Source: an optimization exercise on an open RTL-to-GDS flow (aim: small area, a short achievable clock period and few clock cycles). Production flows keep margins and buffers that such runs may drop. For this run, only the layout was checked, not whether the RTL still works.

<file path="design.v">
module kk7_comb_add (
    input  wire [31:0] y,
    input  wire        skip,
    input  wire        us,
    input  wire [8:0]  ueb,
    input  wire [27:0] um,
    output wire [31:0] r
);
    integer i;
    wire        ys    = y[31];
    wire [7:0]  yf    = y[30:23];
    wire        y_sp  = &yf;                        
    wire        y_nan = y_sp && (y[22:0] != 23'd0);
    wire        y_nz  = (yf != 8'd0);
    wire [8:0]  yeb   = {1'b0, yf[7:1], yf[0] | !y_nz};
    wire [27:0] ym    = {y_nz, y[22:0], 4'b0000};
    wire        eff_sub = us ^ ys;
    wire [9:0]  d1    = {1'b0, ueb} - {1'b0, yeb};
    wire [9:0]  d2    = {1'b0, yeb} - {1'b0, ueb};
    wire        dneg  = d1[9];                      
    wire        d0    = (d1 == 10'd0);
    wire        d_one = (d1 == 10'd1) || (d2 == 10'd1);
    wire        near  = eff_sub && (d0 || d_one);
    wire [27:0] f_mb  = dneg ? ym : um;
    wire [27:0] f_ms  = dneg ? um : ym;
    wire [8:0]  f_eb  = dneg ? yeb : ueb;
    wire        f_sb  = dneg ? ys : us;
    wire [9:0]  f_dab = dneg ? d2 : d1;
    wire [4:0]  f_sh  = (f_dab[9:5] != 5'd0) ? 5'd31 : f_dab[4:0];
    wire [30:0] f_ssh = {f_ms, 3'b000} >> f_sh;
    reg  [27:0] f_low;
    always @* begin
        for (i = 0; i < 28; i = i + 1)
            f_low[i] = ({27'd0, f_sh} >= i + 3);
    end
    wire        f_jam = |(f_ms & f_low);
    wire [31:0] f_bw  = {1'b0, f_mb, 3'b000};
    wire [31:0] f_sw  = {1'b0, f_ssh[30:1], f_jam};
    wire [32:0] f_sc  = {f_bw, 1'b1} + {f_sw ^ {32{eff_sub}}, eff_sub};
    wire [31:0] f_sum = f_sc[32:1];
    wire        f_s0  = f_sum[31];
    wire        f_s1  = !f_sum[31] && (f_sum[30] || f_eb == 9'd1);
    wire [31:0] f_nrm = f_s0 ? f_sum : f_s1 ? {f_sum[30:0], 1'b0} : {f_sum[29:0], 2'b00};
    wire [9:0]  f_fld = {1'b0, f_eb} - {8'd0, !f_s0 && !f_s1, !f_s0 && f_s1} + {9'd0, f_nrm[31]};
    wire [31:0] n_t   = {1'b0, um, 3'b000};
    wire [31:0] n_y   = {1'b0, ym, 3'b000};
    wire [31:0] n_th  = d0 ? n_t : {1'b0, n_t[31:1]};
    wire [31:0] n_yh  = d0 ? n_y : {1'b0, n_y[31:1]};
    wire [32:0] n1    = {1'b0, n_t} - {1'b0, n_yh};
    wire [32:0] n2    = {1'b0, n_y} - {1'b0, n_th};
    wire        n_use1 = dneg ? 1'b0 : (d0 ? !n1[32] : 1'b1);
    wire [31:0] n_dif = n_use1 ? n1[31:0] : n2[31:0];
    wire        n_sb  = n_use1 ? us : ys;
    wire [8:0]  n_eb  = dneg ? yeb : ueb;
    reg  [31:0] n_lim;
    always @* begin
        for (i = 0; i < 32; i = i + 1)
            n_lim[i] = (n_eb == 9'd31 - i);
    end
    wire [31:0] n_dl  = n_dif | n_lim;
    reg  [4:0]  n_lz;
    always @* begin
        n_lz = 5'd0;
        for (i = 0; i < 32; i = i + 1)
            if (n_dl[i]) n_lz = 5'd31 - i[4:0];
    end
    wire [31:0] n_nrm = n_dif << n_lz;
    wire [9:0]  n_fld = {1'b0, n_eb} - {5'd0, n_lz} + {9'd0, n_nrm[31]};
    wire        n_zero = (n_dif == 32'd0);
    wire [31:0] nrm  = near ? n_nrm : f_nrm;
    wire [9:0]  fld0 = near ? n_fld : f_fld;
    wire        s_r  = near ? n_sb : f_sb;
    wire [23:0] mant = nrm[31:8];
    wire        inc  = nrm[7] & ((|nrm[6:0]) | mant[0]);
    wire [32:0] pk   = {fld0, mant[22:0]} + {32'd0, inc};
    wire        ovf  = (pk[32:23] >= 10'd255);
    assign r = skip          ? y :
               y_nan         ? 32'h7FC0_0000 :
               y_sp          ? y :
               (near && n_zero) ? 32'h0000_0000 :
               ovf           ? {s_r, 8'hFF, 23'd0} :
                               {s_r, pk[30:0]};
endmodule
module kk7_combiner (
    input  wire         clk,
    input  wire         rst,
    input  wire         in_valid,
    output wire         in_ready,
    input  wire [31:0]  in_y,        
    input  wire         in_acc,      
    input  wire         in_ofmt,     
    input  wire         in_align,    
    input  wire         in_nan,      
    input  wire [199:0] in_s,        
    input  wire [63:0]  in_code,     
    input  wire [79:0]  in_ea,       
    output wire         out_valid,
    input  wire         out_ready,
    output wire [31:0]  out_y,
    output wire         out_ovf      
);
    integer i;
    reg        busy;        
    reg  [7:1] rem;         
    reg        rdy;         
    reg  [1:0] pend;        
    wire codes_equal = (in_code[15:8]  == in_code[7:0]) && (in_code[23:16] == in_code[7:0]) &&
                       (in_code[31:24] == in_code[7:0]) && (in_code[39:32] == in_code[7:0]) &&
                       (in_code[47:40] == in_code[7:0]) && (in_code[55:48] == in_code[7:0]) &&
                       (in_code[63:56] == in_code[7:0]);
    wire in_fused = in_align && codes_equal && (in_code[7:0] != 8'h00) && (in_code[7:0] != 8'hFF);
    reg  any_ff;
    reg  [7:1] act;
    always @* begin
        any_ff = in_nan;
        for (i = 0; i < 8; i = i + 1)
            any_ff = any_ff | (in_code[8*i +: 8] == 8'hFF);
        for (i = 1; i < 8; i = i + 1)
            act[i] = (in_code[8*i +: 8] != 8'h00) && (in_s[25*i +: 25] != 25'd0);
    end
    wire [7:1] rem_low  = rem & ~(rem - 7'd1);    
    wire [7:1] rem_rest = rem & (rem - 7'd1);
    wire       rem_many = (rem_rest != 7'd0);
    wire first  = !busy && in_valid;
    wire accept = busy && rdy;                     
    wire fetch  = first || (busy && (rem_many || rdy));
    wire [7:0] sel = busy ? {rem_low, 1'b0} : 8'd1;    
    wire       j_real = first || (rem != 7'd0);    
    wire       deliver = out_valid && out_ready;
    wire [7:1] rem_nx  = first ? (any_ff ? 7'd0 : act) :
                         (busy && rem_many) ? rem_rest :
                         accept ? 7'd0 : rem;
    wire       busy_nx = first || (busy && !accept);
    wire [1:0] pend_nx = pend + {1'b0, accept} - {1'b0, deliver};
    reg        fused_q;     
    always @(posedge clk) begin
        if (rst) begin
            busy <= 1'b0;
            rem  <= 7'd0;
            rdy  <= 1'b0;
            pend <= 2'd0;
        end else begin
            busy <= busy_nx;
            rem  <= rem_nx;
            rdy  <= busy && !accept && (!rem_many || ((rem_rest & (rem_rest - 7'd1)) == 7'd0)) &&
                    !pend_nx[1];
            pend <= pend_nx;
        end
        if (first) fused_q <= in_fused;
    end
    assign in_ready = rdy;
    reg [24:0] s_sel;
    reg [7:0]  code_sel;
    reg [9:0]  ea_sel;
    always @* begin
        s_sel = 25'd0; code_sel = 8'd0; ea_sel = 10'd0;
        for (i = 0; i < 8; i = i + 1) begin
            s_sel    = s_sel    | (in_s[25*i +: 25] & {25{sel[i]}});
            code_sel = code_sel | (in_code[8*i +: 8] & {8{sel[i]}});
            ea_sel   = ea_sel   | (in_ea[10*i +: 10] & {10{sel[i]}});
        end
    end
    reg        t_v, t_first, t_last, t_real, t_fused, t_ofmt, t_nan;
    reg [24:0] t_s;
    reg [7:0]  t_code;
    reg [9:0]  t_ea;
    always @(posedge clk) begin
        if (rst) begin
            t_v <= 1'b0; t_first <= 1'b0; t_last <= 1'b0;
        end else begin
            t_v     <= fetch;
            t_first <= first;
            t_last  <= accept;
        end
        t_real  <= fetch && j_real;
        t_fused <= first ? in_fused : fused_q;
        t_ofmt  <= in_ofmt;
        t_nan   <= any_ff;
        t_s     <= s_sel;
        t_code  <= code_sel;
        t_ea    <= ea_sel;
    end
    reg  [27:0] acc;        
    reg  [10:0] x0;         
    wire signed [10:0] x_j = $signed({3'b000, t_code}) - 11'sd127 + $signed({t_ea[9], t_ea});
    wire [27:0] s_ext   = t_real ? {{3{t_s[24]}}, t_s} : 28'd0;
    wire [27:0] acc_nx  = (t_first ? 28'd0 : acc) + s_ext;
    wire [27:0] val     = t_fused ? acc_nx : s_ext;
    wire signed [10:0] x = (t_fused && !t_first) ? x0 : x_j;
    wire        emit    = t_v && (t_fused ? t_last : (t_real && t_code != 8'h00));
    always @(posedge clk) begin
        acc <= acc_nx;
        if (t_first) x0 <= x_j;
    end
    wire        p_sign = val[27];
    wire [27:0] p_mag  = p_sign ? -val : val;
    wire signed [11:0] p_q = $signed({x[10], x}) + 12'sd153;
    wire        p_neg  = p_q[11];
    reg  [27:0] p_lim;
    always @* begin
        for (i = 0; i < 28; i = i + 1)
            p_lim[i] = (p_q == 27 - i);
    end
    wire [27:0] p_ml   = p_mag | p_lim;
    reg  [4:0]  p_lz;
    always @* begin
        p_lz = 5'd0;
        for (i = 0; i < 28; i = i + 1)
            if (p_ml[i]) p_lz = 5'd27 - i[4:0];
    end
    wire [4:0]  p_rs   = (p_q < -12'sd31) ? 5'd31 : -p_q[4:0];
    wire [4:0]  p_rot  = p_neg ? -p_rs : p_lz;       
    reg  [31:0] p_rv [0:5];
    integer k;
    always @* begin
        p_rv[0] = {4'b0000, p_mag};
        for (k = 0; k < 5; k = k + 1)
            p_rv[k+1] = p_rot[k] ? ((p_rv[k] << (1 << k)) | (p_rv[k] >> (32 - (1 << k)))) : p_rv[k];
    end
    reg  [31:0] p_wrap;
    always @* begin
        for (i = 0; i < 32; i = i + 1)
            p_wrap[i] = p_neg && ({27'd0, p_rs} >= 32 - i);
    end
    wire        p_jam  = |(p_rv[5] & p_wrap);
    wire [27:0] p_m    = (p_rv[5][27:0] & ~p_wrap[27:0]) | {27'd0, p_jam};
    wire signed [12:0] p_eb = $signed({{2{x[10]}}, x}) + 13'sd154 - $signed({8'd0, p_lz});
    wire [8:0]  p_e    = p_neg ? 9'd1 : (p_eb > 13'sd256) ? 9'd256 : p_eb[8:0];
    reg        u_skip, u_last, u_sign, u_ofmt, u_nan;
    reg [8:0]  u_eb;
    reg [27:0] u_m;
    always @(posedge clk) begin
        if (rst) begin
            u_skip <= 1'b1; u_last <= 1'b0;
        end else begin
            u_skip <= !emit || (val == 28'd0);
            u_last <= t_v && t_last;
        end
        u_sign <= p_sign;
        u_eb   <= p_e;
        u_m    <= p_m;
        u_ofmt <= t_ofmt;
        u_nan  <= t_nan;
    end
    reg  [31:0] y;
    wire [31:0] y_nx;
    kk7_comb_add u_add (
        .y    (y),
        .skip (u_skip),
        .us   (u_sign),
        .ueb  (u_eb),
        .um   (u_m),
        .r    (y_nx)
    );
    reg        r_v, r_ofmt, r_nan;
    reg [31:0] r_y;
    reg        o_v, o_ovf;
    reg [31:0] o_y;
    wire       o_free = !o_v || out_ready;
    always @(posedge clk) begin
        if (t_v && t_first)
            y <= in_acc ? in_y : 32'h0000_0000;
        else
            y <= y_nx;
        if (rst) begin
            r_v <= 1'b0;
            o_v <= 1'b0;
        end else begin
            r_v <= u_last || (r_v && !o_free);
            o_v <= r_v || (o_v && !out_ready);
        end
        if (u_last) begin
            r_y    <= y_nx;
            r_ofmt <= u_ofmt;
            r_nan  <= u_nan;
        end
        if (r_v && o_free) begin
            o_y   <= res;
            o_ovf <= ovf;
        end
    end
    wire        y_is_nan = (r_y[30:23] == 8'hFF) && (r_y[22:0] != 23'd0);
    wire [15:0] bf_rnd   = r_y[31:16] + {15'd0, r_y[15] & ((|r_y[14:0]) | r_y[16])};
    wire [15:0] bf       = y_is_nan ? 16'h7FC0 : bf_rnd;
    wire [31:0] res      = r_nan  ? (r_ofmt ? 32'h0000_7FC0 : 32'h7FC0_0000) :
                           r_ofmt ? {16'h0000, bf} : r_y;
    wire        ovf      = r_ofmt ? (res[14:0] == 15'h7F80) : (res[30:0] == 31'h7F80_0000);
    assign out_valid = o_v;
    assign out_y     = o_y;
    assign out_ovf   = o_ovf;
endmodule
</file>
<file path="flow/run.sh">
#!/bin/bash
# Standard layout, with timing repair asked to aim well below the clock period.
bash standard.sh SETUP_SLACK_MARGIN=27.5 finish > standard.log 2>&1
</file>
<file path="standard.sh">
#!/bin/bash
# synth_recipe.tcl (not shown) runs the flow's synth.tcl, then flattens the netlist and writes it again
# the make line also repeats each setting of config.mk as NAME=value (left out here)
make -C /OpenROAD-flow-scripts/flow DESIGN_CONFIG=/design/flow/config.mk WORK_HOME=/design/flow/orfs CLKGATE_MAP_FILE= SYNTH_SCRIPT=/design/flow/synth_recipe.tcl "${@:-finish}"
</file>
<file path="config.mk">
export PLATFORM = sky130hd
export DESIGN_NAME = kk7_combiner
export DESIGN_NICKNAME = kk7_combiner
export VERILOG_FILES = /design/flow/design.v
export SDC_FILE = /design/flow/constraint.sdc
export NUM_CORES = 4
export LEC_CHECK = 0
export ABC_AREA = 1
export CAP_MARGIN = 20
export CORE_MARGIN = 2
export CORE_UTILIZATION = 40
export SLEW_MARGIN = 20
</file>
<file path="constraint.sdc">
create_clock -name core_clock -period 38.0 [get_ports {clk}]
set_input_delay 7.6000 -clock core_clock [delete_from_list [all_inputs] [get_ports {clk}]]
set_output_delay 7.6000 -clock core_clock [all_outputs]
set_load 0.01 [all_outputs]
</file>
==> reports/qor.txt <==
depth of the worst register-to-register path: 72
via count of the first global-routing pass: 38641
status: complete, no violations
skew final: 0.0171 ns
CTS sink count: 243
area of the placeable core: 82200 µm²
sequential element share of the synthesized area: 17.0%
warnings from Yosys: 3
clock tree from TritonCTS: built
register clock-pin slew on the reported worst setup and hold paths: 0.06 ns
f_max: 98.3 MHz
Skew-Pair Late Insertion Delay: 0.59 ns
sort of element at the end of the critical path: flop
DRT iter0 DRCs: 4542
Initial DRT Pass Iterations: 7
detailed-placement wirelength estimate: 136000 µm
CTS H-tree depth: 1
count of vias placed by the detailed router: 41151
worst-path cell chain: clkdlybuf4s50_1 -> inv_1 -> o21ai_0 -> nand2_1 -> or4_1 -> or4_1 -> nor4_1
number of synthesized register bits: 243
number of distinct library cell variants in the gate-level netlist after synthesis: 81
CP Depth: 7
delay of the slowest cell on the worst path: 0.76 ns
leftover overflow at the end of global routing: 0
Buffers on Ports: 418
global placer's final weighted congestion: 1.09
path class of the lowest-slack min-delay path: reg2reg
post-route setup TNS: 0 ns
pin count of the biggest net entering global routing: 98
Most common cell on crit path: or4_1
Routed WL per cell: 23.6 µm
highest-delay cell along the critical path: clkdlybuf4s50_1
Total Nets Final: 6570
Global Route Usage Sum: 37.0%
CP Max Fanout: 6
Cell Area, Synth: 33300 µm²
ANT nets after route: 0
number of buffers inserted by hold repair at cts: 0
Arrival @ worst endpoint: 10.47 ns
family with the most delay on the worst path: simple AND/OR/NAND/NOR gates
most common library cell in the layout ignoring fill and taps: nand2_1
Via-to-Cell Ratio: 5.81
number of primary I/O pins: 419
post-route fraction of the period consumed by the critical path: 26.8%
number of placement rows: 105
launch point of the critical path: in_code[3]
final core occ: 49.8%
Filler Cells Inserted: 8739
share of cells above drive strength 1: 8.44%
Async SR Flop Fraction: 0%
max-capacitance violation count: 0
syn nets: 6191
setup repair after global routing missed its margin: false
Post-Synthesis Cells: 5604
wirelength, routed: 167000 µm
horizontal die dimension: 293 µm
number of antenna violations at the first check in global routing: 8
count of final max-slew check failures: 0
most frequent cells in the layout: nand2_1, inv_1, nand3_1
nature of the critical path startpoint: input port
Worst Setup Path Type: in2reg
Final Hold Violating Endpoints: 0
drc violations: 0
Avg Inst Size Synth: 5.94 µm²
relative slew slack: 22.9%
buffer depth of the longest clock path: 3
final worst path period need: 10.17 ns
number of cells on the worst hold path: 0
reg2reg start: y[27]$_DFF_P_
endpoint required time on the critical path: 38.30 ns
start point of the worst hold path: t_ofmt$_DFF_P_
slew of the pin with the lowest slew margin: 1.16 ns
CP Buf/Inv Count: 2
area growth from synthesis to final layout: 23.1%
area of the die: 85600 µm²
library cell used as clock root buffer: clkbuf_16
Final setup violation count: 0
EDFF count, synth: 79
leading register cell type out of synthesis: dfxtp_1
Die Y-Extent: 293 µm
CTS Buf Count: 29
first-pass GRT wire length: 241000 µm
Initial Utilization: 40.5%
[worst paths after layout]
check,end,slack [ns]
hold reg to reg,u_ofmt$_DFF_P_,0.33
hold / removal,u_ofmt$_DFF_P_,0.33
setup reg to reg,r_y[27]$_DFFE_PP_,27.98
setup / recovery,t_fused$_DFFE_PP_,27.83
[layout make-up]
cell class	instances	area, µm²	area share, %
Multi-Input combinational cell	4464	24800	60.5
Sequential cell	243	5660	13.8
Timing Repair Buffer	536	5350	13.1
Inverter	705	2720	6.62
Tap cell	1070	1340	3.27
Clock buffer	37	796	1.94
Clock inverter	17	293	0.714
Timing Repair inverter	4	26.3	0.0641
Antenna cell	8	20.0	0.0488
[synth_stat cells, drive strengths merged, types with 4 or more instances]
| cell type | instances | area (µm²) |
|---|---|---|
| a2111oi | 4 | 41.3 |
| a211oi | 10 | 75.1 |
| a21boi | 30 | 229 |
| a21o | 14 | 105 |
| a21oi | 232 | 1200 |
| a221oi | 51 | 447 |
| a22o | 5 | 43.8 |
| a31oi | 37 | 231 |
| and2 | 9 | 56.3 |
| buf | 81 | 528 |
| clkbuf | 125 | 469 |
| clkinv | 10 | 37.5 |
| dfxtp | 164 | 3280 |
| edfxtp | 79 | 2370 |
| fa | 8 | 160 |
| ha | 195 | 2440 |
| inv | 695 | 2610 |
| mux2i | 6 | 60.1 |
| nand2 | 1611 | 6230 |
| nand3 | 714 | 3810 |
| nand3b | 14 | 105 |
| nand4 | 103 | 651 |
| nor2 | 455 | 1860 |
| nor3 | 73 | 370 |
| nor4 | 96 | 601 |
| o2111ai | 14 | 123 |
| o211ai | 21 | 168 |
| o21a | 10 | 75.1 |
| o21ai | 386 | 1970 |
| o21bai | 14 | 105 |
| o221ai | 17 | 149 |
| o22ai | 31 | 194 |
| o311ai | 4 | 35.0 |
| o31ai | 13 | 97.6 |
| or2 | 23 | 144 |
| or4 | 4 | 30.0 |
| xnor2 | 54 | 473 |
| xor2 | 164 | 1460 |
[metrics by stage]
| stage | area, µm² | std cells | setup slack [ns] | hold WS (ns) |
|---|---|---|---|---|
| 4_1_cts | 39900 | 7020 | 27.50 | 0.329 |
| 2_1_floorplan | 33300 | 5604 | 28.31 | 0.310 |
| 6_report | 41000 | 7084 | 27.83 | 0.327 |
| 3_5_place_dp | 38300 | 6932 | 25.09 | 0.315 |
| 3_3_place_gp | 38300 | 6932 | 25.38 | 0.314 |
| 5_1_grt | 41000 | 7083 | 27.31 | 0.339 |
[cell families (layout without fill, tap and decap cells)]
family          after synthesis  after routing  share of synthesized area, %
mux                           6              6                         0.180
flops                       243            243                          17.0
other cells                   0              8                             0
compound gates              917            918                          16.6
simple gates               3105           3118                          41.7
xor+xnor                    218            218                          5.80
buf+inv                     911           1299                          10.9
fa+ha+maj                   204            204                          7.84
[metal layers]
metal | global-route usage, % | share of wire (%) | up-vias
met2 | 62.5 | 46 | 2086
met5 | 0 | 0.0078 | -
met3 | 4.58 | 7.3 | 488
li1 | - | - | 19568
met4 | 25.6 | 8.3 | 2
met1 | 43.8 | 38 | 19007
[state kept, by name, summed over array words and instances (netlist names), 2 cells and up]
| signal | count |
|---|---|
| u_eb | 9 |
| x0 | 11 |
| rem | 7 |
| r_y | 32 |
| t_code | 8 |
| acc | 28 |
| t_s | 25 |
| t_ea | 10 |
| y | 32 |
| o_y | 32 |
| pend | 2 |
| u_m | 28 |
[timing repair]
action,CTS,global route
cloned,10,11
setup buffers,24,44
resized for setup,59,138
pin swaps,10,46
setup endpoints to repair,62,62

## port drivers added, routing unchanged
The flow's constraints put no driver on any port. The routed layout listed below was extracted and timed again, unchanged, in two steps. Step 1 sets driving cells, clkbuf_16 on the clock port and buf_2 on the other inputs (assumed; they add their load-dependent delay and slew). Step 2, shift: input delay + t, output delay - t, t = (earliest + latest rising clock arrival at the registers) / 2. This alone moves slack from input paths to output paths. Three values: ideal ports, drivers, drivers and shift; two values: the first two.
shift t [ns]: 0.651
setup slack, ns: 27.829 / 27.868 / 27.216
worst hold slack (ns): 0.327 / 0.327 / 0.327
After both steps setup and hold are still met in this run. For this run, drivers alone change the setup slack by +0.039 ns; drivers and shift together by -0.613 ns.
